Source: an optimization exercise on an open RTL-to-GDS flow (aim: small area, a short achievable clock period and few clock cycles per item). Production flows keep margins and buffers that such runs may drop.
In this exercise RTL edits were held to simulation tests only and were not proved equivalent to the original.
No activity file was given, so power comes from the tool's default toggle rates.

### flow/standard.sh
#!/bin/bash
# synth_recipe.tcl (not shown) runs the flow's synth.tcl, then flattens the netlist and writes it again
# the make line also repeats each setting of config.mk as NAME=value (left out here)
make -C /OpenROAD-flow-scripts/flow DESIGN_CONFIG=/design/flow/config.mk WORK_HOME=/design/flow/orfs CLKGATE_MAP_FILE= SYNTH_SCRIPT=/design/flow/synth_recipe.tcl "${@:-finish}"
### flow/constraint.sdc
create_clock -name core_clock -period 11.0 [get_ports {clk}]
set_input_delay 2.2000 -clock core_clock [delete_from_list [all_inputs] [get_ports {clk}]]
set_output_delay 2.2000 -clock core_clock [all_outputs]
set_load 0.01 [all_outputs]
### flow/design.v
module wte_sha384 (
    input  wire         clk,
    input  wire         rst,           
    input  wire         in_valid,
    output wire         in_ready,
    input  wire [63:0]  in_word,
    input  wire         in_first,      
    input  wire         in_last,       
    output wire         out_valid,
    input  wire         out_ready,
    output wire [383:0] out_digest
);
    localparam [63:0] IV0 = 64'hcbbb9d5dc1059ed8;
    localparam [63:0] IV1 = 64'h629a292a367cd507;
    localparam [63:0] IV2 = 64'h9159015a3070dd17;
    localparam [63:0] IV3 = 64'h152fecd8f70e5939;
    localparam [63:0] IV4 = 64'h67332667ffc00b31;
    localparam [63:0] IV5 = 64'h8eb44a8768581511;
    localparam [63:0] IV6 = 64'hdb0c2e0d64f98fa7;
    localparam [63:0] IV7 = 64'h47b5481dbefa4fa4;
    localparam [63:0] K0  = 64'h428a2f98d728ae22;
    localparam [63:0] K1  = 64'h7137449123ef65cd;
    localparam [1:0] S_INIT = 2'd0,    
                     S_IDLE = 2'd1,    
                     S_RUN  = 2'd2,    
                     S_FIN  = 2'd3;    
    function [63:0] kconst(input [6:0] t);
        case (t)
            7'd0 : kconst = 64'h428a2f98d728ae22;
            7'd1 : kconst = 64'h7137449123ef65cd;
            7'd2 : kconst = 64'hb5c0fbcfec4d3b2f;
            7'd3 : kconst = 64'he9b5dba58189dbbc;
            7'd4 : kconst = 64'h3956c25bf348b538;
            7'd5 : kconst = 64'h59f111f1b605d019;
            7'd6 : kconst = 64'h923f82a4af194f9b;
            7'd7 : kconst = 64'hab1c5ed5da6d8118;
            7'd8 : kconst = 64'hd807aa98a3030242;
            7'd9 : kconst = 64'h12835b0145706fbe;
            7'd10: kconst = 64'h243185be4ee4b28c;
            7'd11: kconst = 64'h550c7dc3d5ffb4e2;
            7'd12: kconst = 64'h72be5d74f27b896f;
            7'd13: kconst = 64'h80deb1fe3b1696b1;
            7'd14: kconst = 64'h9bdc06a725c71235;
            7'd15: kconst = 64'hc19bf174cf692694;
            7'd16: kconst = 64'he49b69c19ef14ad2;
            7'd17: kconst = 64'hefbe4786384f25e3;
            7'd18: kconst = 64'h0fc19dc68b8cd5b5;
            7'd19: kconst = 64'h240ca1cc77ac9c65;
            7'd20: kconst = 64'h2de92c6f592b0275;
            7'd21: kconst = 64'h4a7484aa6ea6e483;
            7'd22: kconst = 64'h5cb0a9dcbd41fbd4;
            7'd23: kconst = 64'h76f988da831153b5;
            7'd24: kconst = 64'h983e5152ee66dfab;
            7'd25: kconst = 64'ha831c66d2db43210;
            7'd26: kconst = 64'hb00327c898fb213f;
            7'd27: kconst = 64'hbf597fc7beef0ee4;
            7'd28: kconst = 64'hc6e00bf33da88fc2;
            7'd29: kconst = 64'hd5a79147930aa725;
            7'd30: kconst = 64'h06ca6351e003826f;
            7'd31: kconst = 64'h142929670a0e6e70;
            7'd32: kconst = 64'h27b70a8546d22ffc;
            7'd33: kconst = 64'h2e1b21385c26c926;
            7'd34: kconst = 64'h4d2c6dfc5ac42aed;
            7'd35: kconst = 64'h53380d139d95b3df;
            7'd36: kconst = 64'h650a73548baf63de;
            7'd37: kconst = 64'h766a0abb3c77b2a8;
            7'd38: kconst = 64'h81c2c92e47edaee6;
            7'd39: kconst = 64'h92722c851482353b;
            7'd40: kconst = 64'ha2bfe8a14cf10364;
            7'd41: kconst = 64'ha81a664bbc423001;
            7'd42: kconst = 64'hc24b8b70d0f89791;
            7'd43: kconst = 64'hc76c51a30654be30;
            7'd44: kconst = 64'hd192e819d6ef5218;
            7'd45: kconst = 64'hd69906245565a910;
            7'd46: kconst = 64'hf40e35855771202a;
            7'd47: kconst = 64'h106aa07032bbd1b8;
            7'd48: kconst = 64'h19a4c116b8d2d0c8;
            7'd49: kconst = 64'h1e376c085141ab53;
            7'd50: kconst = 64'h2748774cdf8eeb99;
            7'd51: kconst = 64'h34b0bcb5e19b48a8;
            7'd52: kconst = 64'h391c0cb3c5c95a63;
            7'd53: kconst = 64'h4ed8aa4ae3418acb;
            7'd54: kconst = 64'h5b9cca4f7763e373;
            7'd55: kconst = 64'h682e6ff3d6b2b8a3;
            7'd56: kconst = 64'h748f82ee5defb2fc;
            7'd57: kconst = 64'h78a5636f43172f60;
            7'd58: kconst = 64'h84c87814a1f0ab72;
            7'd59: kconst = 64'h8cc702081a6439ec;
            7'd60: kconst = 64'h90befffa23631e28;
            7'd61: kconst = 64'ha4506cebde82bde9;
            7'd62: kconst = 64'hbef9a3f7b2c67915;
            7'd63: kconst = 64'hc67178f2e372532b;
            7'd64: kconst = 64'hca273eceea26619c;
            7'd65: kconst = 64'hd186b8c721c0c207;
            7'd66: kconst = 64'heada7dd6cde0eb1e;
            7'd67: kconst = 64'hf57d4f7fee6ed178;
            7'd68: kconst = 64'h06f067aa72176fba;
            7'd69: kconst = 64'h0a637dc5a2c898a6;
            7'd70: kconst = 64'h113f9804bef90dae;
            7'd71: kconst = 64'h1b710b35131c471b;
            7'd72: kconst = 64'h28db77f523047d84;
            7'd73: kconst = 64'h32caab7b40c72493;
            7'd74: kconst = 64'h3c9ebe0a15c9bebc;
            7'd75: kconst = 64'h431d67c49c100d4c;
            7'd76: kconst = 64'h4cc5d4becb3e42b6;
            7'd77: kconst = 64'h597f299cfc657e2a;
            7'd78: kconst = 64'h5fcb6fab3ad6faec;
            7'd79: kconst = 64'h6c44198c4a475817;
            default: kconst = 64'h0;
        endcase
    endfunction
    function [63:0] maj3(input [63:0] x, input [63:0] y, input [63:0] z);
        maj3 = (x & y) | (x & z) | (y & z);
    endfunction
    function [63:0] add_sk(input [63:0] x, input [63:0] y);
        reg [63:0] g, p, gn, pn;
        integer l, i;
        begin
            g = x & y;
            p = x ^ y;
            for (l = 0; l < 6; l = l + 1) begin
                gn = g;
                pn = p;
                for (i = 0; i < 64; i = i + 1)
                    if (i & (1 << l)) begin
                        gn[i] = g[i] | (p[i] & g[((i >> l) << l) - 1]);
                        pn[i] = p[i] & p[((i >> l) << l) - 1];
                    end
                g = gn;
                p = pn;
            end
            add_sk = (x ^ y) ^ {g[62:0], 1'b0};
        end
    endfunction
    function [63:0] add_bk(input [63:0] x, input [63:0] y);
        reg [63:0] g, p;
        integer l, i;
        begin
            g = x & y;
            p = x ^ y;
            for (l = 0; l < 6; l = l + 1)
                for (i = (2 << l) - 1; i < 64; i = i + (2 << l)) begin
                    g[i] = g[i] | (p[i] & g[i - (1 << l)]);
                    p[i] = p[i] & p[i - (1 << l)];
                end
            for (l = 4; l >= 0; l = l - 1)
                for (i = (3 << l) - 1; i < 64; i = i + (2 << l)) begin
                    g[i] = g[i] | (p[i] & g[i - (1 << l)]);
                    p[i] = p[i] & p[i - (1 << l)];
                end
            add_bk = (x ^ y) ^ {g[62:0], 1'b0};
        end
    endfunction
    reg  [1:0]  st;
    reg  [6:0]  cnt;           
    reg  [3:0]  ph;            
    reg  [4:0]  m;             
    reg  [1:0]  nstart;        
    reg         nfirst, nlast, cfirst, clast;
    reg         dig_valid;
    reg         run;           
    reg         rl64;          
    reg         fin;           
    reg         fxa;           
    reg  [3:0]  fcj;           
    reg  [3:0]  ivj;           
    reg         nivl;          
    reg         rdy;           
    reg  [63:0] a, b, c, d, e, f, g, h;
    reg  [63:0] w [0:15];
    reg  [63:0] kr;            
    reg  [63:0] p;             
    reg  [63:0] ws;            
    reg  [63:0] x0, x1, x2, x3;    
    reg  [63:0] y0, y1, y2, y3;    
    wire [1:0]  j = ph[1:0];
    assign in_ready = rdy;
    wire acc = in_valid && rdy;
    wire ready  = (st == S_IDLE) || (j == 2'd3 && (st == S_INIT || fin));
    wire full_n = (m == 5'd16) || (m == 5'd15 && acc);
    wire go     = ready && full_n && ((ph + 4'd1) == {nstart, 2'b00});
    wire [3:0] ph_n = ph + 4'd1;
    wire blk_n = run && cnt < 7'd67;
    wire rdy0 = (m != 5'd16) && !blk_n &&
                ((m == 5'd0) ? (ph_n[1:0] == 2'd0)
                             : (ph_n == {nstart, 2'b00} + m[3:0]));
    wire rdy1 = (m != 5'd15) && !blk_n;
    wire dig_n = (dig_valid && !out_ready) || (fin && j == 2'd3 && clast);
    wire fin_end = fin && j == 2'd3;
    wire [1:0] st_n = go ? S_RUN :
                      (run && cnt == 7'd79) ? S_FIN :
                      ready ? S_IDLE : st;
    wire fin_n = (st_n == S_FIN) && ((ph_n[1:0] == 2'd0) ? !dig_n : fin && !fin_end);
    wire ivl_n = (st == S_INIT && j != 2'd3) || (fin_n && clast);
    wire [3:0] jn_oh = 4'b0001 << ph_n[1:0];
    always @(posedge clk) begin
        if (rst) begin
            st        <= S_INIT;
            ph        <= 4'd0;
            m         <= 5'd0;
            dig_valid <= 1'b0;
            run       <= 1'b0;
            rl64      <= 1'b0;
            fin       <= 1'b0;
            fxa       <= 1'b0;
            fcj       <= 4'd0;
            ivj       <= 4'b0001;
            nivl      <= 1'b0;
            rdy       <= 1'b1;
        end else begin
            st        <= st_n;
            ph        <= ph_n;
            m         <= go ? 5'd0 : m + {4'd0, acc};
            dig_valid <= dig_n;
            run       <= go || (run && cnt != 7'd79);
            rl64      <= go || (run && cnt < 7'd63);
            fin       <= fin_n;
            fxa       <= fin_n && !cfirst;
            fcj       <= (fin_n && cfirst) ? jn_oh : 4'd0;
            ivj       <= ivl_n ? jn_oh : 4'd0;
            nivl      <= !ivl_n;
            rdy       <= acc ? rdy1 : rdy0;
        end
    end
    always @(posedge clk) begin
        if (acc && m == 5'd0) begin
            nstart <= ph[3:2];
            nfirst <= in_first;
            nlast  <= in_last;
        end
        if (go) begin
            cfirst <= nfirst;
            clast  <= nlast;
            cnt    <= 7'd0;
        end else begin
            cnt    <= cnt + 7'd1;
        end
        kr <= run ? kconst(cnt + 7'd2) : (j == 2'd3 ? K1 : K0);
    end
    assign out_valid  = dig_valid;
    assign out_digest = {x3, x2, x1, x0, y3, y2};
    wire [63:0] w1 = w[1], w2 = w[2], w10 = w[10], w14 = w[14];
    wire [63:0] ss0 = {w2[0], w2[63:1]} ^ {w2[7:0], w2[63:8]} ^ {7'd0, w2[63:7]};
    wire [63:0] ss1 = {w14[18:0], w14[63:19]} ^ {w14[60:0], w14[63:61]} ^ {6'd0, w14[63:6]};
    wire [63:0] q1s = w10 ^ ss0 ^ w1;
    wire [63:0] q1c = {maj3(w10, ss0, w1), 1'b0};
    wire [63:0] bs1 = {e[13:0], e[63:14]} ^ {e[17:0], e[63:18]} ^ {e[40:0], e[63:41]};
    wire [63:0] bs0 = {a[27:0], a[63:28]} ^ {a[33:0], a[63:34]} ^ {a[38:0], a[63:39]};
    wire [63:0] ch  = (e & f) ^ (~e & g);
    wire [63:0] mj  = maj3(a, b, c);
    wire [63:0] r1s = p ^ ch ^ mj;
    wire [63:0] r1c = {maj3(p, ch, mj), 1'b0};
    wire [63:0] r2s = r1s ^ r1c ^ bs1;
    wire [63:0] r2c = {maj3(r1s, r1c, bs1), 1'b0};
    wire [63:0] r3s = r2s ^ r2c ^ bs0;
    wire [63:0] r3c = {maj3(r2s, r2c, bs0), 1'b0};
    wire [63:0] a_rnd = r3s + r3c;
    wire [63:0] r4s = p ^ d ^ ch;
    wire [63:0] r4c = {maj3(p, d, ch), 1'b0};
    wire [63:0] r5s = r4s ^ r4c ^ bs1;
    wire [63:0] r5c = {maj3(r4s, r4c, bs1), 1'b0};
    wire [63:0] e_rnd = add_sk(r5s, r5c);
    wire [63:0] p1s = g ^ kr ^ w1;
    wire [63:0] p1c = {maj3(g, kr, w1), 1'b0};
    function [63:0] iv_a(input [3:0] oh);
        iv_a = ({64{oh[0]}} & IV3) | ({64{oh[1]}} & IV2) |
               ({64{oh[2]}} & IV1) | ({64{oh[3]}} & IV0);
    endfunction
    function [63:0] iv_e(input [3:0] oh);
        iv_e = ({64{oh[0]}} & IV7) | ({64{oh[1]}} & IV6) |
               ({64{oh[2]}} & IV5) | ({64{oh[3]}} & IV4);
    endfunction
    wire [63:0] hop_a = iv_a(fcj) | ({64{fxa}} & x0);
    wire [63:0] hop_e = iv_e(fcj) | ({64{fxa}} & y0);
    wire [63:0] sum_a = add_sk(rl64 ? ss1 : hop_a, rl64 ? ws : d);
    wire [63:0] sum_e = add_bk(hop_e, h);
    integer i;
    always @(posedge clk) begin
        for (i = 0; i < 15; i = i + 1)
            w[i] <= w[i + 1];
        w[15] <= rl64 ? sum_a : (rdy ? in_word : w[0]);
        ws <= add_bk(q1s, q1c);
        p  <= add_bk(p1s, p1c);
    end
    always @(posedge clk) begin
        b <= a;
        c <= b;
        d <= c;
        f <= e;
        g <= f;
        h <= g;
        if (run) begin
            a <= a_rnd;
            e <= e_rnd;
        end else begin
            a <= iv_a(ivj) | ({64{nivl}} & sum_a);
            e <= iv_e(ivj) | ({64{nivl}} & sum_e);
        end
    end
    always @(posedge clk) begin
        if (fin) begin
            x0 <= x1; x1 <= x2; x2 <= x3; x3 <= sum_a;
            y0 <= y1; y1 <= y2; y2 <= y3; y3 <= sum_e;
        end
    end
endmodule
### flow/config.mk
export PLATFORM = sky130hd
export DESIGN_NAME = wte_sha384
export DESIGN_NICKNAME = wte_sha384
export VERILOG_FILES = /design/flow/design.v
export SDC_FILE = /design/flow/constraint.sdc
export NUM_CORES = 4
export LEC_CHECK = 0
export ABC_AREA = 1
export CAP_MARGIN = 40
export CORE_MARGIN = 2
export CORE_UTILIZATION = 40
export SLEW_MARGIN = 40
export SYNTH_MEMORY_MAX_BITS = 16384
### flow/flow/run.sh
#!/bin/bash
set -euo pipefail
bash standard.sh SETUP_SLACK_MARGIN=6.5 finish > standard_flow.log 2>&1
==> qor.txt, run 1 <==
DR WL/cell: 33.2 um
First-pass GRT wire length: 636 mm
Critical path fanouts, max: 37
Post-route antenna net violation count: 0
Clock Skews: 129 ps
Buffer depth of the longest clock path: 3
P&R area growth vs syn: 21.5%
WL final: 477 mm
Worst-Margin Slew: 996 ps
Reg with most FFs: w
# DRC: 0
Post-Syn Area: 0.100 sq mm
Worst slew margin: 32.9%
Crit Reg-Reg Endpoint: kr[2]
DR vias/cell: 5.33
Via count: 76500
YS warnings: 2
DR iter-0 viols: 8474
Worst hold path type: register to register
Die Ht: 505 um
Unrepaired setup endpoints after global routing: true
Predominant post-synthesis flop cell: dfxtp_1
Routability cong.: 1.03
Fmax achieved: 0.219 GHz
Final setup violation count: 0
Net Count, Synth: 11100
DP HPWL: 391 mm
Max reg flops: 1024
Yosys top cell area share: 35.1%
R2R setup slack: 6440 ps
Status: finished clean
Worst VDD drop: 0.390 mV
Crit start category: register
Period utilisation layout: 41.5%
Top cells by area, synth: dfxtp_1 35%, edfxtp_1 15%, fa_1 11%
# port buffers: 455
Gr usage total: 36.6%
Layout cells sized above 1: 13.2%
Fin Hold WS: 260 ps
Top post-synthesis cells by count: 1848 x nand2_1, 1761 x dfxtp_1, 1517 x inv_1, 573 x nand3_1, 544 x fa_1
WHS Path Cells: 0
Ports: 456
Hold Crit Start: f[39]
Required time worst endpoint: 11720 ps
Clk sinks: 2279
Most frequent cell after synthesis: nand2_1
Setup Crit Path Kind: register to register
Max_cap viols: 0
Root Buffer: clkbuf_16
CTS clk-pin slew, worst paths: 60 ps
Fillers: 23200
R2R depth: 14
Register area share after synthesis: 50.6%
Core box area: 0.249 sq mm
Worst setup EP type: register
Vias in the first global route: 75200
Synth Instances: 10100
Final setup TNS: 0 ps
Depth of the CTS H-tree: 4
CTS tree: built
FP Rows: 183
Pin count of the biggest net entering global routing: 126
PD cells: 380 mW/mm^2
R2r startpoint: cnt[1]
Critical Path AT: 5280 ps
Avg Synthesized Cell Area: 9.96 sq um
Pre-antenna DRT Iters: 6
Nets: 11800
Initial antenna violation count: 63
Slew Limit Fails: 0
Asr flop ratio synth: 0%
Die area: 0.255 sq mm
Tmin final: 4560 ps
Starting Density: 40.3%
Clk Latency, worst-skew pair: 940 ps
Congestion Overflow GR: 0
Final hold vios: 0
Synthesized flop and latch total: 2279
Post-synth EDFFs: 518
Chip Width: 505 um
Cell taking the most area after synthesis: dfxtp_1
Hold endpoint: g[39]
CTS buffer count: 232
Lkg Pwr: 54.3 nW
Library cells used by synthesis: 62
-- through the flow --
step | power (W) | setup slack [ps] | util, % | std cells | instance area, sq um
global route | 0.0488 | 6380 | 48.9 | 14300 | 122000
CTS | 0.0433 | 6360 | 48.2 | 14300 | 120000
finish | 0.0464 | 6440 | 48.9 | 14400 | 122000
detailed placement | 0.0322 | 5300 | 44.0 | 13800 | 110000
floorplan | 0.0237 | 5850 | - | 10100 | 100000
global placement | 0.0323 | 5200 | 43.9 | 13800 | 109000
-- layout by cell type (no fill, tap or decap), drive strengths merged, types with 18 or more instances in the layout --
master / synthesis / routed
a21oi: 517 / 517
clkinv: 6 / 77
edfxtp: 518 / 518
xnor2: 252 / 252
and2: 39 / 39
buf: 97 / 229
nand4: 40 / 40
clkdlybuf4s50: 0 / 455
ha: 399 / 399
mux2i: 42 / 42
o211ai: 48 / 48
maj3: 61 / 61
nand3: 573 / 573
o21ai: 385 / 385
a31oi: 53 / 53
a21o: 24 / 24
xor2: 379 / 379
a31o: 22 / 22
fa: 544 / 544
nand2: 1855 / 1855
o21bai: 38 / 38
nand3b: 38 / 38
or2: 40 / 40
nor3: 50 / 50
mux2: 60 / 60
inv: 1523 / 1548
nor2: 498 / 498
dfxtp: 1761 / 1761
diode: 0 / 31
clkbuf: 103 / 317
clkinvlp: 0 / 18
-- worst max path at each step --
stage	from	endpoint	slack (ps)	cells after the start
floorplan	fin	ivj[1]	5850	10
finish	cnt[1]	kr[2]	6440	14
detailed placement	e[8]	a[50]	5300	18
global placement	rl64	a[32]	5200	21
CTS	e[49]	a[50]	6360	18
global route	e[51]	a[61]	6380	19
-- metal layers --
| metal | global-route usage, % | wire length (um) | share of wire (%) | vias up |
|---|---|---|---|---|
| met3 | 6.21 | 35400 | 7.4 | 925 |
| met4 | 22.6 | 35900 | 7.5 | 12 |
| met1 | 47.2 | 192000 | 40 | 38300 |
| li1 | - | - | - | 33700 |
| met2 | 57.3 | 214000 | 45 | 3609 |
| met5 | 0 | 90 | 0.019 | - |
-- kinds of logic after synthesis --
| logic type | share of synthesized area, % |
|---|---|
| AND/OR/NAND/NOR | 13.1 |
| flip-flops | 50.6 |
| buffers and inverters | 6.61 |
| AO/OA/AOI/OAI | 6.58 |
| adder cells (fa/ha/maj) | 16.4 |
| XOR/XNOR | 5.56 |
| multiplexers | 1.09 |
-- power breakdown --
part           total, W  internal, W  switching (W)  leakage, nW
sequential       0.0106      0.00953        0.00109         19.4
clock           0.00822      0.00462        0.00360         3.97
combinational    0.0275      0.00968         0.0178         30.9
-- repair_timing --
action / CTS / global route
buffers inserted: 42 / 45
pin swaps: 31 / 74
hold buffers: 0 / 0
endpoints found under the setup margin: 303 / 81
cloned: 0 / 1
resized for setup: 554 / 343
-- worst max-delay path, cell delays in order, from the launching register on --
cell and delay, ps:
dfxtp_1 300, buf_4 270, inv_1 130, buf_4 200, ha_2 330, buf_6 370
nor2_2 140, buf_4 220, inv_1 300, nand2_1 310, inv_1 490, nand2_1 270
o21ai_1 410, o211ai_1 150, a21oi_2 490
-- layout make-up --
| cell class | count | area (sq um) | share of cell area, % |
|---|---|---|---|
| Tap cell | 3330 | 4170 | 3.42 |
| Inverter | 1529 | 5770 | 4.73 |
| Multi-Input combinational cell | 6066 | 45900 | 37.7 |
| Clock inverter | 126 | 1450 | 1.19 |
| Clock buffer | 315 | 6700 | 5.49 |
| Timing Repair Buffer | 686 | 6680 | 5.48 |
| Antenna cell | 31 | 77.6 | 0.0636 |
| Sequential cell | 2279 | 51200 | 42.0 |
Testbench counts, summed over its fixed seeds: cycles 202,348, blocks 2,407.
==> run 2, diff against run 1 <==
--- a/flow/design.v
+++ b/flow/design.v
@@ -160,4 +160,5 @@
     reg         dig_valid;
     reg         run;           
+    reg         arnd;          
     reg         rl64;          
     reg         fin;           
@@ -166,9 +167,15 @@
     reg  [3:0]  ivj;           
     reg         nivl;          
+    reg         fin_a;         
+    reg         fxa_a;
+    reg  [3:0]  fcj_a;
+    reg  [3:0]  ivj_a;         
+    reg         nivl_a;
+    reg         dlast;         
     reg         rdy;           
     reg  [63:0] a, b, c, d, e, f, g, h;
     reg  [63:0] w [0:15];
     reg  [63:0] kr;            
-    reg  [63:0] p;             
+    reg  [63:0] q;             
     reg  [63:0] ws;            
     reg  [63:0] x0, x1, x2, x3;    
@@ -186,5 +193,5 @@
                              : (ph_n == {nstart, 2'b00} + m[3:0]));
     wire rdy1 = (m != 5'd15) && !blk_n;
-    wire dig_n = (dig_valid && !out_ready) || (fin && j == 2'd3 && clast);
+    wire dig_n = (dig_valid && !out_ready) || dlast;
     wire fin_end = fin && j == 2'd3;
     wire [1:0] st_n = go ? S_RUN :
@@ -201,4 +208,5 @@
             dig_valid <= 1'b0;
             run       <= 1'b0;
+            arnd      <= 1'b0;
             rl64      <= 1'b0;
             fin       <= 1'b0;
@@ -207,4 +215,10 @@
             ivj       <= 4'b0001;
             nivl      <= 1'b0;
+            fin_a     <= 1'b0;
+            fxa_a     <= 1'b0;
+            fcj_a     <= 4'd0;
+            ivj_a     <= 4'd0;
+            nivl_a    <= 1'b1;
+            dlast     <= 1'b0;
             rdy       <= 1'b1;
         end else begin
@@ -214,4 +228,5 @@
             dig_valid <= dig_n;
             run       <= go || (run && cnt != 7'd79);
+            arnd      <= run;
             rl64      <= go || (run && cnt < 7'd63);
             fin       <= fin_n;
@@ -220,4 +235,10 @@
             ivj       <= ivl_n ? jn_oh : 4'd0;
             nivl      <= !ivl_n;
+            fin_a     <= fin;
+            fxa_a     <= fxa;
+            fcj_a     <= fcj;
+            ivj_a     <= ivj;
+            nivl_a    <= nivl;
+            dlast     <= fin_end && clast;
             rdy       <= acc ? rdy1 : rdy0;
         end
@@ -249,18 +270,17 @@
     wire [63:0] ch  = (e & f) ^ (~e & g);
     wire [63:0] mj  = maj3(a, b, c);
-    wire [63:0] r1s = p ^ ch ^ mj;
-    wire [63:0] r1c = {maj3(p, ch, mj), 1'b0};
-    wire [63:0] r2s = r1s ^ r1c ^ bs1;
-    wire [63:0] r2c = {maj3(r1s, r1c, bs1), 1'b0};
+    wire [63:0] r1s = q ^ bs1 ^ ch;
+    wire [63:0] r1c = {maj3(q, bs1, ch), 1'b0};
+    wire [63:0] e_rnd = r1s + r1c;
+    wire [63:0] nd  = ~d;
+    wire [63:0] r2s = e ^ nd ^ mj;
+    wire [63:0] r2c = {maj3(e, nd, mj), 1'b1};
     wire [63:0] r3s = r2s ^ r2c ^ bs0;
     wire [63:0] r3c = {maj3(r2s, r2c, bs0), 1'b0};
     wire [63:0] a_rnd = r3s + r3c;
-    wire [63:0] r4s = p ^ d ^ ch;
-    wire [63:0] r4c = {maj3(p, d, ch), 1'b0};
-    wire [63:0] r5s = r4s ^ r4c ^ bs1;
-    wire [63:0] r5c = {maj3(r4s, r4c, bs1), 1'b0};
-    wire [63:0] e_rnd = add_sk(r5s, r5c);
     wire [63:0] p1s = g ^ kr ^ w1;
     wire [63:0] p1c = {maj3(g, kr, w1), 1'b0};
+    wire [63:0] p2s = p1s ^ p1c ^ b;
+    wire [63:0] p2c = {maj3(p1s, p1c, b), 1'b0};
     function [63:0] iv_a(input [3:0] oh);
         iv_a = ({64{oh[0]}} & IV3) | ({64{oh[1]}} & IV2) |
@@ -271,15 +291,15 @@
                ({64{oh[2]}} & IV5) | ({64{oh[3]}} & IV4);
     endfunction
-    wire [63:0] hop_a = iv_a(fcj) | ({64{fxa}} & x0);
+    wire [63:0] hop_a = iv_a(fcj_a) | ({64{fxa_a}} & x0);
     wire [63:0] hop_e = iv_e(fcj) | ({64{fxa}} & y0);
-    wire [63:0] sum_a = add_sk(rl64 ? ss1 : hop_a, rl64 ? ws : d);
-    wire [63:0] sum_e = add_bk(hop_e, h);
+    wire [63:0] sum_e = add_sk(rl64 ? ss1 : hop_e, rl64 ? ws : h);
+    wire [63:0] sum_a = add_bk(hop_a, d);
     integer i;
     always @(posedge clk) begin
         for (i = 0; i < 15; i = i + 1)
             w[i] <= w[i + 1];
-        w[15] <= rl64 ? sum_a : (rdy ? in_word : w[0]);
+        w[15] <= rl64 ? sum_e : (rdy ? in_word : w[0]);
         ws <= add_bk(q1s, q1c);
-        p  <= add_bk(p1s, p1c);
+        q  <= add_sk(p2s, p2c);
     end
     always @(posedge clk) begin
@@ -290,15 +310,18 @@
         g <= f;
         h <= g;
-        if (run) begin
+        if (arnd)
             a <= a_rnd;
+        else
+            a <= iv_a(ivj_a) | ({64{nivl_a}} & sum_a);
+        if (run)
             e <= e_rnd;
-        end else begin
-            a <= iv_a(ivj) | ({64{nivl}} & sum_a);
+        else
             e <= iv_e(ivj) | ({64{nivl}} & sum_e);
-        end
     end
     always @(posedge clk) begin
-        if (fin) begin
+        if (fin_a) begin
             x0 <= x1; x1 <= x2; x2 <= x3; x3 <= sum_a;
+        end
+        if (fin) begin
             y0 <= y1; y1 <= y2; y2 <= y3; y3 <= sum_e;
         end
==> flow/flow/run.sh (replaced) <==
#!/bin/bash
set -euo pipefail
bash standard.sh SETUP_SLACK_MARGIN=7.2 finish > standard_flow.log 2>&1
==> run 2 against run 1 <==
Effect of this change:
- still clean
- die area increased by 0.80%
- count of clock-buffer cells in the layout shrank 9
- first-iteration DRC count up 11%
- via count increased by 5.5%
- clock power grew 2%
- register-to-register slack better by 590 ps
- hold slack worse by 6.6 ps
- synthesized cell count up 5.4%
- core utilization increased by 0.45 points
- largest power group unchanged
==> qor.txt, run 2 <==
Vias in the first global route: 77900 (+3.6%)
Ports: 456 (unchanged)
DP HPWL: 381 mm (-2.4%)
YS warnings: 2 (unchanged)
DR vias/cell: 5.38 (+0.98%)
Top post-synthesis cells by count: 2035 x nand2_1, 1774 x dfxtp_1, 1481 x inv_1, 674 x nor2_1, 624 x a21oi_1
Final Cell Area: 0.124 sq mm (+1.9%)
Predominant post-synthesis flop cell: dfxtp_1
Most frequent cell after synthesis: nand2_1
Via count: 80800 (+5.5%)
Starting Density: 40.2% (-0.042 points)
Tmin final: 3980 ps (-589 ps)
Critical path fanouts, max: 4 (-89%)
Yosys top cell area share: 35.1% (about the same)
Register area share after synthesis: 50.5% (-0.15 points)
Slew Limit Fails: 0 (unchanged)
Die Ht: 507 um (+0.40%)
Routability cong.: 1.02 (-1.1%)
Area after DPL: 0.110 sq mm (+0.30%)
Library cells used by synthesis: 61 (-1.6%)
Congestion Overflow GR: 0 (unchanged)
Pre-antenna DRT Iters: 6 (unchanged)
Lkg Pwr: 55.8 nW (+2.7%)
Worst-Margin Slew: 1080 ps (+82.8 ps)
Worst setup EP type: register
Worst hold path type: register to register
Clk Latency, worst-skew pair: 940 ps (about the same)
Chip Width: 507 um (+0.40%)
Core box area: 0.251 sq mm (+0.92%)
# port buffers: 455 (unchanged)
Critical Path AT: 4630 ps (-650 ps)
Period utilisation layout: 36.1% (-5.4 points)
Max reg flops: 1024 (unchanged)
Share of power burned in registers: 30.4% (+7.5 points)
Initial antenna violation count: 40 (-37%)
CTS buffer count: 229 (-1.3%)
Pin count of the biggest net entering global routing: 161 (+28%)
Critical path's most frequent cell: nand2_4
Crit start category: register
Final setup violation count: 0 (unchanged)
Synthesized flop and latch total: 2292 (+0.57%)
First-pass GRT wire length: 637 mm (+0.28%)
Switch share: 43.6% (-5.0 points)
Reg with most FFs: w
Post-synth EDFFs: 518 (unchanged)
Clk sinks: 2292 (+0.57%)
Setup Crit Path Kind: register to register
Final hold vios: 0 (unchanged)
P_sw: 0.0153 W (-32%)
WL final: 477 mm (+0.10%)
Synth Instances: 10600 (+5.4%)
Root Buffer: clkbuf_16
P&R area growth vs syn: 22.7%
Required time worst endpoint: 11650 ps (-70 ps)
Buffer depth of the longest clock path: 3 (unchanged)
Cell taking the most area after synthesis: dfxtp_1
Worst path max stage delay: 430 ps (-60 ps)
Slowest cell on the critical path: fa_2
Layout cells sized above 1: 18.1% (+4.9 points)
Nets: 12400 (+4.8%)
Die area: 0.257 sq mm (+0.80%)
Asr flop ratio synth: 0% (unchanged)
Net Count, Synth: 11500 (+4.1%)
Max_cap viols: 0 (unchanged)
Worst VDD drop: 0.217 mV (-45%)
FP Rows: 184 (+0.55%)
DR iter-0 viols: 9379 (+11%)
Status: finished clean
Combinational power share: 45.8% (-14 points)
Gr usage total: 36.1% (-0.49 points)
Avg Synthesized Cell Area: 9.53 sq um (-4.3%)
Cts hold-fix bufs: 0 (unchanged)
CTS clk-pin slew, worst paths: 70 ps (about the same)
Clock Power Share: 23.8% (+6.1 points)
Top cells by area, synth: dfxtp_1 35%, edfxtp_1 15%, fa_1 8.9%
Clock Skews: 99.2 ps (-30.3 ps)
Final setup TNS: 0 ps (unchanged)
CTS tree: built
Unrepaired setup endpoints after global routing: true
Worst slew margin: 27.3% (-5.6 points)
DR WL/cell: 31.8 um (-4.2%)
# DRC: 0 (unchanged)
Post-Syn Area: 0.101 sq mm (+0.81%)
PD cells: 283 mW/mm^2 (-26%)
Fmax achieved: 0.252 GHz (+15%)
Depth of the CTS H-tree: 4 (unchanged)
Commonest cells after routing, fill and taps aside: 1906 x nand2_1, 1517 x dfxtp_1, 1460 x inv_1
Fin Hold WS: 254 ps (-6.58 ps)
Post-route antenna net violation count: 0 (unchanged)
Total power: 0.0352 W (-24%)
Most common cell after layout, fill and taps aside: nand2_1
P_int: 0.0198 W (-17%)
run 2: cell families (layout without fill, tap and decap cells):
| group | Yosys count | after routing | share of synthesized area (%) |
|---|---|---|---|
| simple gates | 3535 | 3537 | 14.4 |
| flops | 2292 | 2292 | 50.5 |
| buf+inv | 1751 | 2785 | 6.61 |
| compound gates | 1457 | 1457 | 8.13 |
| fa+ha+maj | 853 | 853 | 13.9 |
| xor+xnor | 623 | 623 | 5.44 |
| mux | 106 | 106 | 1.05 |
| other cells | 0 | 6 | 0 |
run 2: power by group through the flow:
stage	combinational, W	clock [W]	sequential (W)
6_report	0.0161	0.00835	0.0107
5_1_grt	0.0173	0.00875	0.0107
2_1_floorplan	0.00849	0	0.0101
3_5_place_dp	0.0132	0	0.0108
3_3_place_gp	0.0132	0	0.0108
4_1_cts	0.0143	0.00843	0.0107
run 2: through the flow:
step	std cells	utilization, %	worst slack (ps)
3_5_place_dp	14300	43.7	5170
4_1_cts	14900	48.1	7060
3_3_place_gp	14300	43.7	5100
6_report	15000	49.4	7020
2_1_floorplan	10600	-	7230
5_1_grt	15000	49.4	6890
run 2: layer usage:
metal	track usage, %	part of all wire (%)	vias to the layer above
li1	-	-	35800
met1	51.2	44	40500
met2	54.2	43	3754
met3	6.93	8.7	785
met4	14.4	4.8	14
met5	0	0.021	-
run 2: cell type report:
| cell class | count | area (sq um) |
|---|---|---|
| diodes | 6 | 15.0 |
| clock buffers | 306 | 6530 |
| clock inverters | 124 | 1620 |
| fillers | 23600 | 127000 |
| inverters | 1491 | 5620 |
| multi-input cells | 6576 | 47400 |
| flip-flops and latches | 2292 | 51700 |
| well taps | 3348 | 4190 |
| repair buffers | 864 | 7060 |
run 2: timing repair:
item	in CTS	in global routing
buffers inserted	196	86
gates resized for setup	1991	667
setup endpoints to repair	831	357
cloned	7	1
endpoints found under the hold margin	0	0
pin swaps	66	115
run 2: worst paths after layout:
path / from / end / slack, ps / depth (start not counted)
worst min register to register: w[5][21] / w[4][21] / 250 / 0
worst min-delay path: w[5][21] / w[4][21] / 250 / 0
worst max register to register: fcj_a[1] / x3[63] / 7020 / 28
worst max-delay path: fcj_a[1] / x3[63] / 7020 / 28
run 2: worst max-delay path: cells and delay by family (launching register included):
kind	cells	cell delay [ps]
XOR/XNOR	2	310
adder cells (fa/ha/maj)	3	960
buffers and inverters	4	470
flip-flops	1	370
AND/OR/NAND/NOR	19	1580
Testbench counts of run 2, summed over its fixed seeds: cycles 202,356, blocks 2,407.
==> run 3, diff against run 2 <==
--- a/flow/design.v
+++ b/flow/design.v
@@ -294,5 +294,5 @@
     wire [63:0] hop_e = iv_e(fcj) | ({64{fxa}} & y0);
     wire [63:0] sum_e = add_sk(rl64 ? ss1 : hop_e, rl64 ? ws : h);
-    wire [63:0] sum_a = add_bk(hop_a, d);
+    wire [63:0] sum_a = add_sk(hop_a, d);
     integer i;
     always @(posedge clk) begin
@@ -300,5 +300,5 @@
             w[i] <= w[i + 1];
         w[15] <= rl64 ? sum_e : (rdy ? in_word : w[0]);
-        ws <= add_bk(q1s, q1c);
+        ws <= add_sk(q1s, q1c);
         q  <= add_sk(p2s, p2c);
     end
==> run 3 against run 2 <==
Effect of this change:
- power decreased by 3.7%
- die area increased by 3.8%
- setup slack improved by 120 ps
- critical path type is now register to output pin
- critical endpoint is now out_digest[116]
==> qor.txt, run 3 <==
CP top delay family: flip-flops
Avg Synthesized Cell Area: 8.82 sq um (-7.5%)
Area of the multi-input gates: 0.0472 sq mm (-0.43%)
Nets: 13500 (+9.0%)
Library cells used by synthesis: 58 (-4.9%)
Die area: 0.267 sq mm (+3.8%)
Cts hold-fix bufs: 0 (unchanged)
YS warnings: 2 (unchanged)
Lkg Pwr: 59.4 nW (+6.4%)
Total power: 0.0339 W (-3.7%)
CTS tree: built
Seq. cell area: 0.0515 sq mm (-0.36%)
Pre-antenna DRT Iters: 8 (+2)
Routability cong.: 1.04 (+2.1%)
Reg with most FFs: w
DP Cell Count: 15700 (+10%)
Synth Instances: 11900 (+12%)
Final setup violation count: 0 (unchanged)
Root Buffer: clkbuf_16
Largest family of logic cells by synthesized area: simple AND/OR/NAND/NOR gates
Layout Cells excl Fill: 16400 (+9.1%)
Worst VDD drop: 0.200 mV (-7.8%)
Net Count, Synth: 12800 (+11%)
Pin count of the biggest net entering global routing: 104 (-35%)
Final hold vios: 0 (unchanged)
Post-route antenna net violation count: 0 (unchanged)
Buffer depth of the longest clock path: 3 (unchanged)
Yosys top cell area share: 33.8% (-1.3 points)
Clk Latency, worst-skew pair: 930 ps (about the same)
Clk sinks: 2292 (unchanged)
Tmin final: 3860 ps (-119 ps)
Vias in the first global route: 78400 (+0.69%)
Most common cell after layout, fill and taps aside: nand2_1
Asr flop ratio synth: 0% (unchanged)
Via count: 84100 (+4.1%)
Mux share of post-synthesis cell area: 0.984% (-0.068 points)
Worst hold path type: register to register
First-pass GRT wire length: 602 mm (-5.5%)
P&R area growth vs syn: 18.9%
Fin Hold WS: 247 ps (-6.47 ps)
PD cells: 271 mW/mm^2 (-4.3%)
Layout cells sized above 1: 11.6% (-6.5 points)
# port buffers: 455 (unchanged)
Max reg flops: 1024 (unchanged)
Slew Limit Fails: 0 (unchanged)
DR iter-0 viols: 9674 (+3.1%)
Status: finished clean
Worst setup EP type: output pin
Depth of the CTS H-tree: 4 (unchanged)
Adder-cell area share of the yosys netlist: 12.4% (-1.5 points)
Worst slew margin: 25.0% (-2.3 points)
Most frequent cell after synthesis: nand2_1
Unrepaired setup endpoints after global routing: true
FP Rows: 188 (+2.2%)
Congestion Overflow GR: 0 (unchanged)
Post-Syn Area: 0.105 sq mm (+3.9%)
Fmax achieved: 0.259 GHz (+3.1%)
Required time worst endpoint: 8800 ps (-2850 ps)
Worst-Margin Slew: 1120 ps (+41.7 ps)
Crit start category: register
Die Ht: 517 um (+1.9%)
Cell taking the most area after synthesis: dfxtp_1
Gr usage total: 32.4% (-3.7 points)
Critical Path AT: 1660 ps (-2970 ps)
Core box area: 0.262 sq mm (+4.1%)
Final setup TNS: 0 ps (unchanged)
Worst path max stage delay: 530 ps (+100 ps)
Fillers: 25300 (+7.3%)
Ports: 456 (unchanged)
DR WL/cell: 27.1 um (-15%)
Critical path fanouts, max: 2 (-2)
Period utilisation layout: 35.1% (-1.1 points)
Initial antenna violation count: 33 (-18%)
Max_cap viols: 0 (unchanged)
Setup Crit Path Kind: register to output pin
R2R setup slack: 7180 ps (+160 ps)
DP HPWL: 355 mm (-6.9%)
Chip Width: 517 um (+1.9%)
Synth Area in XOR/XNOR: 4.98% (-0.46 points)
Crit-path cells: buf_2
WP buf/inv: 1 (-3)
CTS clk-pin slew, worst paths: 70 ps (about the same)
Slowest cell on the critical path: edfxtp_1
Predominant post-synthesis flop cell: dfxtp_1
Commonest cells after routing, fill and taps aside: 2886 x nand2_1, 1884 x inv_1, 1540 x dfxtp_1
Simple-gate share of the synthesized area: 18.3% (+3.9 points)
Top cells by area, synth: dfxtp_1 34%, edfxtp_1 15%, nand2_1 11%
# DRC: 0 (unchanged)
Synthesized flop and latch total: 2292 (unchanged)
Register area share after synthesis: 48.6% (-1.9 points)
DR vias/cell: 5.14 (-4.6%)
Post-synth EDFFs: 518 (unchanged)
Starting Density: 40.1% (-0.11 points)
Top post-synthesis cells by count: 2957 x nand2_1, 1898 x inv_1, 1774 x dfxtp_1, 760 x nand3_1, 648 x nor2_1
Clock Skews: 99.1 ps (-0.0848 ps)
Compound-Gate Fraction of Synth Area: 6.77% (-1.4 points)
WL final: 444 mm (-7.1%)
CTS buffer count: 233 (+1.7%)
run 3: worst reg2reg max path: stages, from the launching register on:
cell and delay (ps):
dfxtp_2 450, inv_1 210, ha_4 410, buf_8 280, inv_1 100, buf_4 250
nor2_1 480, nand2_1 390, nand2_1 290, o21ai_1 140, a31oi_1 230, o31ai_1 220
a21oi_1 240
run 3: where the power goes:
| group | leakage [nW] | internal (W) | switching, W |
|---|---|---|---|
| Sequential | 19.6 | 0.00961 | 0.00105 |
| Clock | 4.00 | 0.00470 | 0.00365 |
| Combinational | 35.8 | 0.00482 | 0.0100 |
run 3: cells by family after synthesis:
family	count (synthesis)
xor gates and xnor gates	596
muxes	103
adders and majority gates	803
DFF	2292
buffers and inverters	2181
AOI/OAI and AO/OA	1268
and+or+nand+nor	4675
run 3: stage by stage:
stage / instance area, sq um / worst slack, ps / utilization [%]
2_1_floorplan: 105000 / 7230 / -
3_3_place_gp: 114000 / 5370 / 43.5
3_5_place_dp: 114000 / 5560 / 43.5
4_1_cts: 123000 / 7080 / 47.2
5_1_grt: 125000 / 7100 / 47.7
6_report: 125000 / 7140 / 47.7
run 3: layer usage:
| metal | share of wire, % | track usage, % | vias to the layer above |
|---|---|---|---|
| li1 | - | - | 39000 |
| met1 | 43 | 45.5 | 40600 |
| met2 | 42 | 48.1 | 3619 |
| met3 | 8.4 | 5.97 | 804 |
| met4 | 5.7 | 15.5 | 8 |
| met5 | 0.014 | 0 | - |
run 3: worst paths after layout:
path	start	endpoint	cells past startpoint
setup / recovery	y3[52]	out_digest[116]	1
hold / removal	w[4][2]	w[3][2]	0
setup reg to reg	cnt[2]	kr[26]	12
hold reg to reg	w[4][2]	w[3][2]	0
run 3: cell type report:
class | instances | area share [%]
clock inverter | 149 | 1.39
antenna | 28 | 0.0561
inverter | 1905 | 5.77
tap | 3515 | 3.52
multi-input combinational | 7448 | 37.8
clock buffer | 292 | 5.22
timing repair inverter | 2 | 0.0140
sequential | 2292 | 41.2
timing repair buffer | 737 | 5.01
run 3: timing repair:
action / CTS / global route
pin swaps: 8 / 25
setup buffers: 135 / 39
gates resized for setup: 1386 / 357
endpoints found under the setup margin: 783 / 335
cloned: 7 / 3
Testbench counts of run 3, summed over its fixed seeds: cycles 202,356, blocks 2,407.
==> run 4, diff against run 3 <==
--- a/flow/config.mk
+++ b/flow/config.mk
@@ -10,4 +10,6 @@
 export CORE_MARGIN = 2
 export CORE_UTILIZATION = 40
+export CTS_CLUSTER_DIAMETER = 80
+export CTS_CLUSTER_SIZE = 30
 export SLEW_MARGIN = 40
 export SYNTH_MEMORY_MAX_BITS = 16384
==> run 4 against run 3 <==
Effect of this change:
- largest cell class unchanged
- still clean on timing, DRC and antenna
- core utilization down 1.0 points
- clock skew decreased by 44 ps
- critical endpoint is now kr[39]
- wire length fell by 0.48%
==> qor.txt, run 4 <==
Die Ht: 517 um (unchanged)
Crit start category: register
Chip Width: 517 um (unchanged)
Pin count of the biggest net entering global routing: 104 (unchanged)
Worst slew margin: 26.8% (+1.8 points)
Place WS: 5560 ps (unchanged)
Root Buffer: clkbuf_16
Cts hold-fix bufs: 0 (unchanged)
Predominant post-synthesis flop cell: dfxtp_1
Post-Syn Area: 0.105 sq mm (unchanged)
WL final: 441 mm (-0.48%)
Library cells used by synthesis: 58 (unchanged)
Gr usage total: 32.2% (-0.27 points)
Area after DPL: 0.114 sq mm (unchanged)
Setup Crit Path Kind: register to register
Final design utilization: 46.7% (-1.0 points)
Clk Latency, worst-skew pair: 830 ps (-100 ps)
# port buffers: 455 (unchanged)
Synth Instances: 11900 (unchanged)
Clock Skews: 55.5 ps (-43.6 ps)
P&R area growth vs syn: 16.4%
Worst hold path type: register to register
DR WL/cell: 27.2 um (+0.52%)
CTS buffer count: 133 (-43%)
Post-synth EDFFs: 518 (unchanged)
Final hold vios: 0 (unchanged)
Critical path fanouts, max: 17 (+15)
CTS clk-pin slew, worst paths: 100 ps (+30 ps)
Initial antenna violation count: 35 (+6.1%)
Max reg flops: 1024 (unchanged)
Register area share after synthesis: 48.6% (unchanged)
Avg Synthesized Cell Area: 8.82 sq um (unchanged)
Setup WS post-layout: 7120 ps (-25.7 ps)
Fmax achieved: 0.258 GHz (-0.66%)
Worst VDD drop: 0.178 mV (-11%)
# DRC: 0 (unchanged)
Slowest cell on the critical path: nor2_1
Yosys top cell area share: 33.8% (unchanged)
Required time worst endpoint: 11680 ps (+2880 ps)
Layout cells sized above 1: 9.91% (-1.6 points)
Tmin final: 3880 ps (+25.7 ps)
Final setup violation count: 0 (unchanged)
Cell taking the most area after synthesis: dfxtp_1
Top cells by area, synth: dfxtp_1 34%, edfxtp_1 15%, nand2_1 11%
Most common cell after layout, fill and taps aside: nand2_1
Die area: 0.267 sq mm (unchanged)
Routability cong.: 1.04 (unchanged)
Ports: 456 (unchanged)
Pre-antenna DRT Iters: 6 (-2)
Core box area: 0.262 sq mm (unchanged)
Unrepaired setup endpoints after global routing: true
Asr flop ratio synth: 0% (unchanged)
Worst path max stage delay: 740 ps (+210 ps)
Lkg Pwr: 58.1 nW (-2.3%)
Congestion Overflow GR: 0 (unchanged)
Post-route antenna net violation count: 0 (unchanged)
Max_cap viols: 0 (unchanged)
Crit-path cells: buf_4 > ha_1 > nand2_2 > inv_2 > nor2_4 > buf_4 > nor2_1 > nand2_1 > nand3_1 > nand3_1 > o211ai_1 > nand2_1 > nand3_1
Critical path's most frequent cell: nand3_1
Clk sinks: 2292 (unchanged)
Final Cell Area: 0.122 sq mm (-2.1%)
Via count: 83700 (-0.44%)
Depth of the CTS H-tree: 4 (unchanged)
Reg with most FFs: w
Period utilisation layout: 35.3% (+0.23 points)
Top post-synthesis cells by count: 2957 x nand2_1, 1898 x inv_1, 1774 x dfxtp_1, 760 x nand3_1, 648 x nor2_1
DR iter-0 viols: 9848 (+1.8%)
CTS tree: built
PD cells: 257 mW/mm^2 (-5.3%)
Synthesized flop and latch total: 2292 (unchanged)
Nets: 13400 (-0.42%)
Worst-Margin Slew: 1090 ps (-26.7 ps)
Starting Density: 40.1% (unchanged)
DR vias/cell: 5.17 (+0.56%)
Critical Path AT: 4560 ps (+2900 ps)
YS warnings: 2 (unchanged)
Most frequent cell after synthesis: nand2_1
FP Rows: 188 (unchanged)
First-pass GRT wire length: 596 mm (-1.0%)
Net Count, Synth: 12800 (unchanged)
Vias in the first global route: 76800 (-2.0%)
Commonest cells after routing, fill and taps aside: 2878 x nand2_1, 1884 x inv_1, 1547 x dfxtp_1
Worst setup EP type: register
Buffer depth of the longest clock path: 3 (unchanged)
Final setup TNS: 0 ps (unchanged)
Status: finished clean
Slew Limit Fails: 0 (unchanged)
Fillers: 25600 (+1.1%)
DP HPWL: 355 mm (unchanged)
run 4: cell counts after synthesis:
No cell type changed its count.
run 4: worst paths after layout:
check	to	from	slack (ps)	cells after the start
min	w[3][50]	w[4][50]	310	0
max reg2reg	kr[39]	cnt[1]	7120	13
max	kr[39]	cnt[1]	7120	13
min reg2reg	w[3][50]	w[4][50]	310	0
run 4: what timing repair did:
| item | CTS | global route |
|---|---|---|
| gates cloned | 8 | 5 |
| resized for setup | 1087 | 397 |
| endpoints found under the setup margin | 776 | 361 |
| pin swaps | 8 | 26 |
| setup buffers | 136 | 79 |
run 4: final cells by class:
type | count | area (sq um) | area share, %
well taps | 3515 | 4400 | 3.60
clock inverters | 92 | 1450 | 1.19
repair inverters | 3 | 31.3 | 0.0256
multi-input cells | 7448 | 47300 | 38.7
repair buffers | 780 | 6910 | 5.65
diodes | 24 | 60.1 | 0.0491
clock buffers | 146 | 3420 | 2.80
flip-flops and latches | 2292 | 51500 | 42.1
inverters | 1905 | 7220 | 5.90
run 4: kinds of logic (layout without fill, tap and decap cells):
| family | count (synthesis) | after routing | share of synthesized area, % |
|---|---|---|---|
| adders and majority gates | 803 | 803 | 12.4 |
| AOI/OAI and AO/OA | 1268 | 1268 | 6.77 |
| and+or+nand+nor | 4675 | 4678 | 18.3 |
| other | 0 | 24 | 0 |
| buffers and inverters | 2181 | 2926 | 7.91 |
| xor gates and xnor gates | 596 | 596 | 4.98 |
| muxes | 103 | 103 | 0.984 |
| DFF | 2292 | 2292 | 48.6 |
run 4: per-stage QoR:
step	power, W	hold slack, ps	instances
floorplan	0.0197	310	11900
CTS	0.0305	289	16100
global placement	0.0244	309	15700
detailed placement	0.0244	312	15700
finish	0.0314	306	16200
global route	0.0334	301	16200
run 4: worst max-delay path, delay by kind of cell, from the launching register on:
| kind | cells | cell delay (ps) |
|---|---|---|
| AND/OR/NAND/NOR | 8 | 2210 |
| flip-flops | 1 | 330 |
| adder cells (fa/ha/maj) | 1 | 280 |
| buffers and inverters | 3 | 680 |
| AO/OA/AOI/OAI | 1 | 230 |
run 4: routing by layer:
metal / wire, um / vias up / global-route usage, %
met5: 103 / - / 0
met4: 23000 / 16 / 14.0
met1: 192000 / 40600 / 45.4
li1: - / 38800 / -
met3: 37700 / 659 / 5.62
met2: 189000 / 3603 / 48.2
run 4: power by group:
group,internal (W),switching [W]
Combinational,0.00484,0.0100
Clock,0.00251,0.00336
Sequential,0.00959,0.00105
==> run 5, diff against run 4 <==
--- a/flow/design.v
+++ b/flow/design.v
@@ -272,5 +272,5 @@
     wire [63:0] r1s = q ^ bs1 ^ ch;
     wire [63:0] r1c = {maj3(q, bs1, ch), 1'b0};
-    wire [63:0] e_rnd = r1s + r1c;
+    wire [63:0] e_rnd = add_sk(r1s, r1c);
     wire [63:0] nd  = ~d;
     wire [63:0] r2s = e ^ nd ^ mj;
@@ -278,5 +278,5 @@
     wire [63:0] r3s = r2s ^ r2c ^ bs0;
     wire [63:0] r3c = {maj3(r2s, r2c, bs0), 1'b0};
-    wire [63:0] a_rnd = r3s + r3c;
+    wire [63:0] a_rnd = add_sk(r3s, r3c);
     wire [63:0] p1s = g ^ kr ^ w1;
     wire [63:0] p1c = {maj3(g, kr, w1), 1'b0};
--- a/flow/config.mk
+++ b/flow/config.mk
@@ -12,4 +12,5 @@
 export CTS_CLUSTER_DIAMETER = 80
 export CTS_CLUSTER_SIZE = 30
+export PLACE_DENSITY = 0.72
 export SLEW_MARGIN = 40
 export SYNTH_MEMORY_MAX_BITS = 16384
==> run 5 against run 4 <==
Effect of this change:
- sequential share of layout area up 1.9 points
- global-route usage down 3.3 points
- design area down 4.4%
- final cell count down 8.6%
==> qor.txt, run 5 <==
Synth Instances: 10700 (-9.8%)
R2r startpoint: cnt[0]
Max_cap viols: 0 (unchanged)
Vias in the first global route: 72400 (-5.7%)
Lkg Pwr: 54.3 nW (-6.5%)
Pin count of the biggest net entering global routing: 117 (+13%)
Predominant post-synthesis flop cell: dfxtp_1
Buffer depth of the longest clock path: 3 (unchanged)
Reg with most FFs: w
PD cells: 235 mW/mm^2 (-8.5%)
Slew Limit Fails: 0 (unchanged)
CTS tree: built
Setup WS post-layout: 7110 ps (-8.34 ps)
Depth of the CTS H-tree: 3 (-1)
Starting Density: 40.2% (+0.042 points)
Root Buffer: clkbuf_16
Crit start category: register
Cell taking the most area after synthesis: dfxtp_1
Initial antenna violation count: 20 (-43%)
Met3 Use GR: 5.89% (+0.27 points)
Nets: 12200 (-9.0%)
Crit. Startpoint: y2[38]
Final setup TNS: 0 ps (unchanged)
CTS clk-pin slew, worst paths: 110 ps (about the same)
Gr usage total: 28.8% (-3.3 points)
P&R area growth vs syn: 15.8%
Commonest cells after routing, fill and taps aside: 2249 x nand2_1, 1569 x dfxtp_1, 1535 x inv_1
Congestion Overflow GR: 0 (unchanged)
Final setup violation count: 0 (unchanged)
Met1 Track Usage GR: 37.5% (-7.9 points)
Top post-synthesis cells by count: 2305 x nand2_1, 1774 x dfxtp_1, 1551 x inv_1, 797 x nand3_1, 562 x nor2_1
Unrepaired setup endpoints after global routing: true
Pre-antenna DRT Iters: 7 (+1)
Crit-path cells: buf_2
Worst path max stage delay: 580 ps (-160 ps)
Chip Width: 506 um (-2.0%)
Core box area: 0.251 sq mm (-4.1%)
Required time worst endpoint: 8800 ps (-2880 ps)
Status: finished clean
Worst hold path type: register to register
Ports: 456 (unchanged)
# port buffers: 455 (unchanged)
WL final: 382 mm (-13%)
Post-synth EDFFs: 518 (unchanged)
Asr flop ratio synth: 0% (unchanged)
Via count: 77600 (-7.3%)
First-pass GRT wire length: 525 mm (-12%)
Final hold vios: 0 (unchanged)
Die area: 0.256 sq mm (-3.9%)
Worst slew margin: 35.9% (+9.1 points)
Avg Synthesized Cell Area: 9.39 sq um (+6.5%)
Top cells by area, synth: dfxtp_1 35%, edfxtp_1 15%, nand2_1 8.6%
Worst VDD drop: 0.191 mV (+7.3%)
Yosys top cell area share: 35.2% (+1.4 points)
Hold Crit Start: w[9][56]
Final design utilization: 46.5% (-0.18 points)
# DRC: 0 (unchanged)
Register area share after synthesis: 50.6% (+2.0 points)
Clk sinks: 2292 (unchanged)
Most common cell after layout, fill and taps aside: nand2_1
CTS buffer count: 116 (-13%)
GRT met2 Usage: 44.2% (-3.9 points)
Critical path fanouts, max: 2 (-15)
DR vias/cell: 5.23 (+1.4%)
DP HPWL: 297 mm (-16%)
Worst setup EP type: output pin
Place WS: 5400 ps (-164 ps)
Grt peak-use layer: met2
YS warnings: 2 (unchanged)
Synthesized flop and latch total: 2292 (unchanged)
Net Count, Synth: 11600 (-9.1%)
Clk Latency, worst-skew pair: 900 ps (+70 ps)
Worst-Margin Slew: 952 ps (-142 ps)
Setup Crit Path Kind: register to output pin
DR iter-0 viols: 8689 (-12%)
Fmax achieved: 0.257 GHz (-0.21%)
Routability cong.: 1.06 (+1.3%)
WP buf/inv: 1 (-2)
Post-Syn Area: 0.101 sq mm (-4.0%)
Max reg flops: 1024 (unchanged)
Critical Path AT: 1690 ps (-2870 ps)
Slowest cell on the critical path: edfxtp_1
DR WL/cell: 25.8 um (-5.3%)
Post-route antenna net violation count: 0 (unchanged)
Layout cells sized above 1: 9.50% (-0.41 points)
Tmin final: 3890 ps (+8.34 ps)
Most frequent cell after synthesis: nand2_1
FP Rows: 184 (-2.1%)
Period utilisation layout: 35.4% (+0.076 points)
CP top delay family: flip-flops
Library cells used by synthesis: 58 (unchanged)
Die Ht: 506 um (-2.0%)
Clock Skews: 102 ps (+46.6 ps)
[run 5: changes by cell type after synthesis, sizes merged, moves of 13 or more]
cell	change
nand2	-648
inv	-345
nor2	-78
o21ai	-63
o21a	-54
maj3	+53
a21oi	-52
nand3	+37
nand3b	-25
nand4	-17
clkbuf	-13
[run 5: final cells by class]
| class | instances | area, sq um |
|---|---|---|
| Fill cell | 23500 | 134000 |
| Sequential cell | 2292 | 51500 |
| Multi-Input combinational cell | 6627 | 44200 |
| Timing Repair Buffer | 748 | 6720 |
| Inverter | 1563 | 5900 |
| Tap cell | 3348 | 4190 |
| Clock buffer | 141 | 3050 |
| Clock inverter | 70 | 1240 |
| Antenna cell | 25 | 62.6 |
[run 5: path summary, 6_finish.rpt]
kind | endpoint | slack (ps) | cells after the start
worst max-delay path | out_digest[38] | 7110 | 1
worst max register to register | kr[42] | 7180 | 11
worst min-delay path | w[8][56] | 260 | 0
worst min register to register | w[8][56] | 260 | 0
[run 5: through the flow]
stage / hold slack, ps / total power [W] / std cells / area, sq um
4_1_cts: 271 / 0.0266 / 14700 / 115000
3_3_place_gp: 310 / 0.0207 / 14400 / 109000
2_1_floorplan: 310 / 0.0180 / 10700 / 101000
3_5_place_dp: 312 / 0.0209 / 14400 / 109000
5_1_grt: 269 / 0.0293 / 14800 / 117000
6_report: 259 / 0.0274 / 14800 / 117000
[run 5: logic make-up after synthesis]
logic type	synth area share [%]
and+or+nand+nor	16.3
xor gates and xnor gates	5.21
buffers and inverters	6.97
AOI/OAI and AO/OA	6.27
muxes	1.05
adders and majority gates	13.6
DFF	50.6
[run 5: repair_timing]
| action | 4_1_cts | 5_1_grt |
|---|---|---|
| hold buffers | 0 | 0 |
| pin swaps | 14 | 38 |
| resized for setup | 982 | 380 |
| cloned | 6 | 3 |
| setup buffers | 126 | 70 |
| setup endpoints to repair | 744 | 338 |
[run 5: metal layers]
metal,up-vias,part of all wire [%]
li1,35400,-
met1,37600,40
met2,3708,44
met3,876,9.4
met4,10,7.4
met5,-,0.020
[run 5: report_power, final]
part           total (W)  internal (W)  switching (W)  leakage [nW]
Sequential        0.0105       0.00959       0.000944          19.6
Clock            0.00542       0.00223        0.00320          2.03
Combinational     0.0115       0.00431        0.00717          32.6
Total             0.0274        0.0161         0.0113          54.3
Testbench counts of run 5, summed over its fixed seeds: cycles 202,356, blocks 2,407.
==> run 6, diff against run 5 <==
==> flow/run.sh (new file) <==
#!/bin/bash
# synth_recipe.tcl (not shown) runs the flow's synth.tcl, then flattens the netlist and writes it again
# the make line also repeats each setting of config.mk as NAME=value (left out here)
make -C /OpenROAD-flow-scripts/flow DESIGN_CONFIG=/design/flow/config.mk WORK_HOME=/design/flow/orfs CLKGATE_MAP_FILE= SYNTH_SCRIPT=/design/flow/synth_recipe.tcl finish
--- a/flow/config.mk
+++ b/flow/config.mk
@@ -13,4 +13,5 @@
 export CTS_CLUSTER_SIZE = 30
 export PLACE_DENSITY = 0.72
+export SETUP_SLACK_MARGIN = 5
 export SLEW_MARGIN = 40
 export SYNTH_MEMORY_MAX_BITS = 16384
removed: flow/flow/run.sh
removed: flow/standard.sh
==> run 6 against run 5 <==
Effect of this change:
- sequential power barely moved
- power fell by 4.5%
- final cell count fell by 1.5%
- count of clock-buffer cells in the layout did not move
- largest cell class unchanged
- largest power group is now sequential cells
==> qor.txt, run 6 <==
Status: finished clean
Chip Width: 506 um (unchanged)
Post-Syn Area: 0.101 sq mm (unchanged)
Post-route antenna net violation count: 0 (unchanged)
Commonest cells after routing, fill and taps aside: 2304 x nand2_1, 1765 x dfxtp_1, 1550 x inv_1
Die area: 0.256 sq mm (unchanged)
Routability cong.: 1.07 (+1.5%)
FP Rows: 184 (unchanged)
PD cells: 231 mW/mm^2 (-1.7%)
Pin count of the biggest net entering global routing: 142 (+21%)
Worst setup EP type: register
Top cells by area, synth: dfxtp_1 35%, edfxtp_1 15%, nand2_1 8.6%
Register area share after synthesis: 50.6% (unchanged)
P&R area growth vs syn: 12.6%
Clk sinks: 2292 (unchanged)
Slew Limit Fails: 0 (unchanged)
Max_cap viols: 0 (unchanged)
Die Ht: 506 um (unchanged)
Period utilisation layout: 49.0% (+14 points)
Fmax achieved: 0.185 GHz (-28%)
Fillers: 23700 (+1.1%)
Vias in the first global route: 71000 (-2.0%)
Buffer depth of the longest clock path: 3 (unchanged)
Predominant post-synthesis flop cell: dfxtp_1
Cts hold-fix bufs: 0 (unchanged)
Worst VDD drop: 0.207 mV (+8.7%)
Most frequent cell after synthesis: nand2_1
Cell taking the most area after synthesis: dfxtp_1
Unrepaired setup endpoints after global routing: false
Ports: 456 (unchanged)
WHS Path Cells: 0 (unchanged)
Most common cell after layout, fill and taps aside: nand2_1
Lkg Pwr: 52.4 nW (-3.5%)
Fin Hold WS: 293 ps (+33.6 ps)
R2R depth: 22 (+11)
Synth Instances: 10700 (unchanged)
Worst hold path type: register to register
DR WL/cell: 24.7 um (-4.2%)
Core box area: 0.251 sq mm (unchanged)
Gr usage total: 27.3% (-1.5 points)
P_sw: 0.0107 W (-5.7%)
R2r startpoint: rl64
Synthesized flop and latch total: 2292 (unchanged)
Tmin final: 5390 ps (+1500 ps)
CTS buffer count: 115 (-0.86%)
Layout cells sized above 1: 3.35% (-6.2 points)
CTS tree: built
Worst slew margin: 32.2% (-3.6 points)
Hold Crit Start: f[41]
DP HPWL: 288 mm (-3.1%)
Setup Crit Path Kind: register to register
Avg Synthesized Cell Area: 9.39 sq um (unchanged)
P_int: 0.0156 W (-3.6%)
Congestion Overflow GR: 0 (unchanged)
Top post-synthesis cells by count: 2305 x nand2_1, 1774 x dfxtp_1, 1551 x inv_1, 797 x nand3_1, 562 x nor2_1
# port buffers: 455 (unchanged)
Post-synth EDFFs: 518 (unchanged)
Net Count, Synth: 11600 (unchanged)
Hold endpoint: g[41]
Final setup violation count: 0 (unchanged)
Nets: 12000 (-1.7%)
Initial antenna violation count: 31 (+55%)
Max reg flops: 1024 (unchanged)
Met1 Track Usage GR: 35.3% (-2.2 points)
Area of the multi-input gates: 0.0429 sq mm (-2.9%)
# DRC: 0 (unchanged)
Via count: 75900 (-2.1%)
DR iter-0 viols: 8891 (+2.3%)
Asr flop ratio synth: 0% (unchanged)
Met3 Use GR: 5.16% (-0.73 points)
WL final: 361 mm (-5.7%)
Clock Skews: 111 ps (+9.33 ps)
GRT met2 Usage: 42.0% (-2.3 points)
Clock Power Share: 20.3% (+0.5 points)
DR vias/cell: 5.21 (-0.56%)
Required time worst endpoint: 11810 ps (+3010 ps)
Reg with most FFs: w
First-pass GRT wire length: 502 mm (-4.4%)
CTS clk-pin slew, worst paths: 100 ps (about the same)
YS warnings: 2 (unchanged)
Switch share: 40.7% (-0.55 points)
Starting Density: 40.2% (unchanged)
Seq. cell area: 0.0511 sq mm (-0.78%)
Grt peak-use layer: met2
Yosys top cell area share: 35.2% (unchanged)
Final setup TNS: 0 ps (unchanged)
Crit Reg-Reg Endpoint: w[15][33]
R2R setup slack: 5610 ps (-1570 ps)
Crit start category: register
Library cells used by synthesis: 58 (unchanged)
Pre-antenna DRT Iters: 9 (+2)
Critical Path AT: 6210 ps (+4520 ps)
Clk Latency, worst-skew pair: 890 ps (about the same)
Critical path fanouts, max: 65 (+63)
Final hold vios: 0 (unchanged)
Depth of the CTS H-tree: 3 (unchanged)
Root Buffer: clkbuf_16
Worst-Margin Slew: 1020 ps (+64.8 ps)
Share of power burned in registers: 40.0% (+1.6 points)
Combinational power share: 39.7% (-2.1 points)
run 6: changes by cell type in the layout (fill, tap and decap cells not counted), sizes merged, moves of 2 or more:
cell / delta
clkdlybuf4s50: +386
buf: -262
dlygate4sd2: -166
clkdlybuf4s15: -152
clkbuf: -10
diode: -9
clkinv: -5
bufbuf: -3
nand2: -3
clkinvlp: -2
inv: -2
run 6: repair_timing:
action | 4_1_cts | 5_1_grt
setup buffers | 0 | 0
endpoints found under the setup margin | 0 | 1
gates resized for setup | 0 | 1
run 6: cell type report:
| class | count | share of cell area, % |
|---|---|---|
| Inverter | 1563 | 5.17 |
| Antenna cell | 16 | 0.0352 |
| Clock inverter | 62 | 0.974 |
| Tap cell | 3348 | 3.69 |
| Multi-Input combinational cell | 6623 | 37.8 |
| Timing Repair Buffer | 541 | 4.68 |
| Clock buffer | 141 | 2.66 |
| Sequential cell | 2292 | 45.0 |
run 6: worst max path at each step:
stage               start   endpoint  cells past startpoint
floorplan             fin     cfirst                      5
global placement     rl64  w[15][33]                     22
detailed placement   rl64  w[15][33]                     22
CTS                  rl64  w[15][33]                     22
global route         rl64  w[15][33]                     22
finish               rl64  w[15][33]                     22
run 6: power by group through the flow:
stage | combinational, W | sequential (W) | clock (W)
4_1_cts | 0.0102 | 0.0105 | 0.00536
5_1_grt | 0.0118 | 0.0105 | 0.00565
3_5_place_dp | 0.0102 | 0.0107 | 0
2_1_floorplan | 0.00787 | 0.0101 | 0
6_report | 0.0104 | 0.0105 | 0.00531
3_3_place_gp | 0.0100 | 0.0106 | 0
run 6: cell families (layout without fill, tap and decap cells):
logic type | Yosys count | in the layout | synth area share [%]
buffers and inverters | 1830 | 2307 | 6.97
DFF | 2292 | 2292 | 50.6
xor gates and xnor gates | 595 | 595 | 5.21
muxes | 106 | 106 | 1.05
other | 0 | 16 | 0
and+or+nand+nor | 3935 | 3935 | 16.3
adders and majority gates | 864 | 864 | 13.6
AOI/OAI and AO/OA | 1123 | 1123 | 6.27
run 6: worst max-delay path: stages, from the launching register on:
cell	delay, ps
dfxtp_4	460
inv_4	520
buf_6	550
o21ai_0	170
inv_1	90
ha_1	130
inv_1	50
fa_1	480
inv_1	80
nand3_1	60
nand2_1	130
nand2_1	70
nand2_1	180
nand2_1	80
nand2_1	460
nand2_1	120
nand2_1	110
buf_4	400
inv_1	130
fa_1	450
xnor2_1	300
nor2_1	70
a31oi_1	150
run 6: metal layers:
metal	vias to the layer above	wire, um
li1	34900	-
met1	36500	143000
met2	3601	158000
met3	863	32000
met4	8	27400
met5	-	62
run 6: through the flow:
| step | instance area (sq um) | power [W] | instances | setup slack, ps | utilization [%] |
|---|---|---|---|---|---|
| after floorplan | 101000 | 0.0180 | 10700 | 6270 | - |
| after global placement | 109000 | 0.0206 | 14400 | 5510 | 43.5 |
| final | 114000 | 0.0262 | 14600 | 5610 | 45.2 |
| after detailed placement | 109000 | 0.0208 | 14400 | 5480 | 43.5 |
| after global routing | 114000 | 0.0280 | 14600 | 5220 | 45.2 |
| after CTS | 113000 | 0.0261 | 14600 | 5490 | 45.2 |

re-timing with driven ports:
No port has a modelled driver above. Below, the same layouts with a new extraction and two added sets of constraints.
Step 1: set_driving_cell puts a clkbuf_16 on clk and a buf_2 on each other input, an assumption about the parent block.
Step 2 times the ports against the registers' clock, not the clock port: input delays grow and output delays shrink by t, the midpoint of the rising clock arrivals with the driver on.
Slacks: ideal ports / drivers / drivers and shift; pairs: ideal ports / drivers.
| run | shift t [ns] | setup WS [ns] |
|---|---|---|
| run 1 | 0.983 | 6.436 / 6.436 / 6.030 |
| run 2 | 0.988 | 7.025 / 7.007 / 6.443 |
| run 3 | 0.997 | 7.144 / 7.037 / 6.688 |
| run 4 | 0.918 | 7.118 / 7.093 / 6.733 |
| run 5 | 0.931 | 7.109 / 7.018 / 6.621 |
| run 6 | 0.932 | 5.606 / 5.606 / 5.606 |
After both steps every run listed still meets setup and hold.
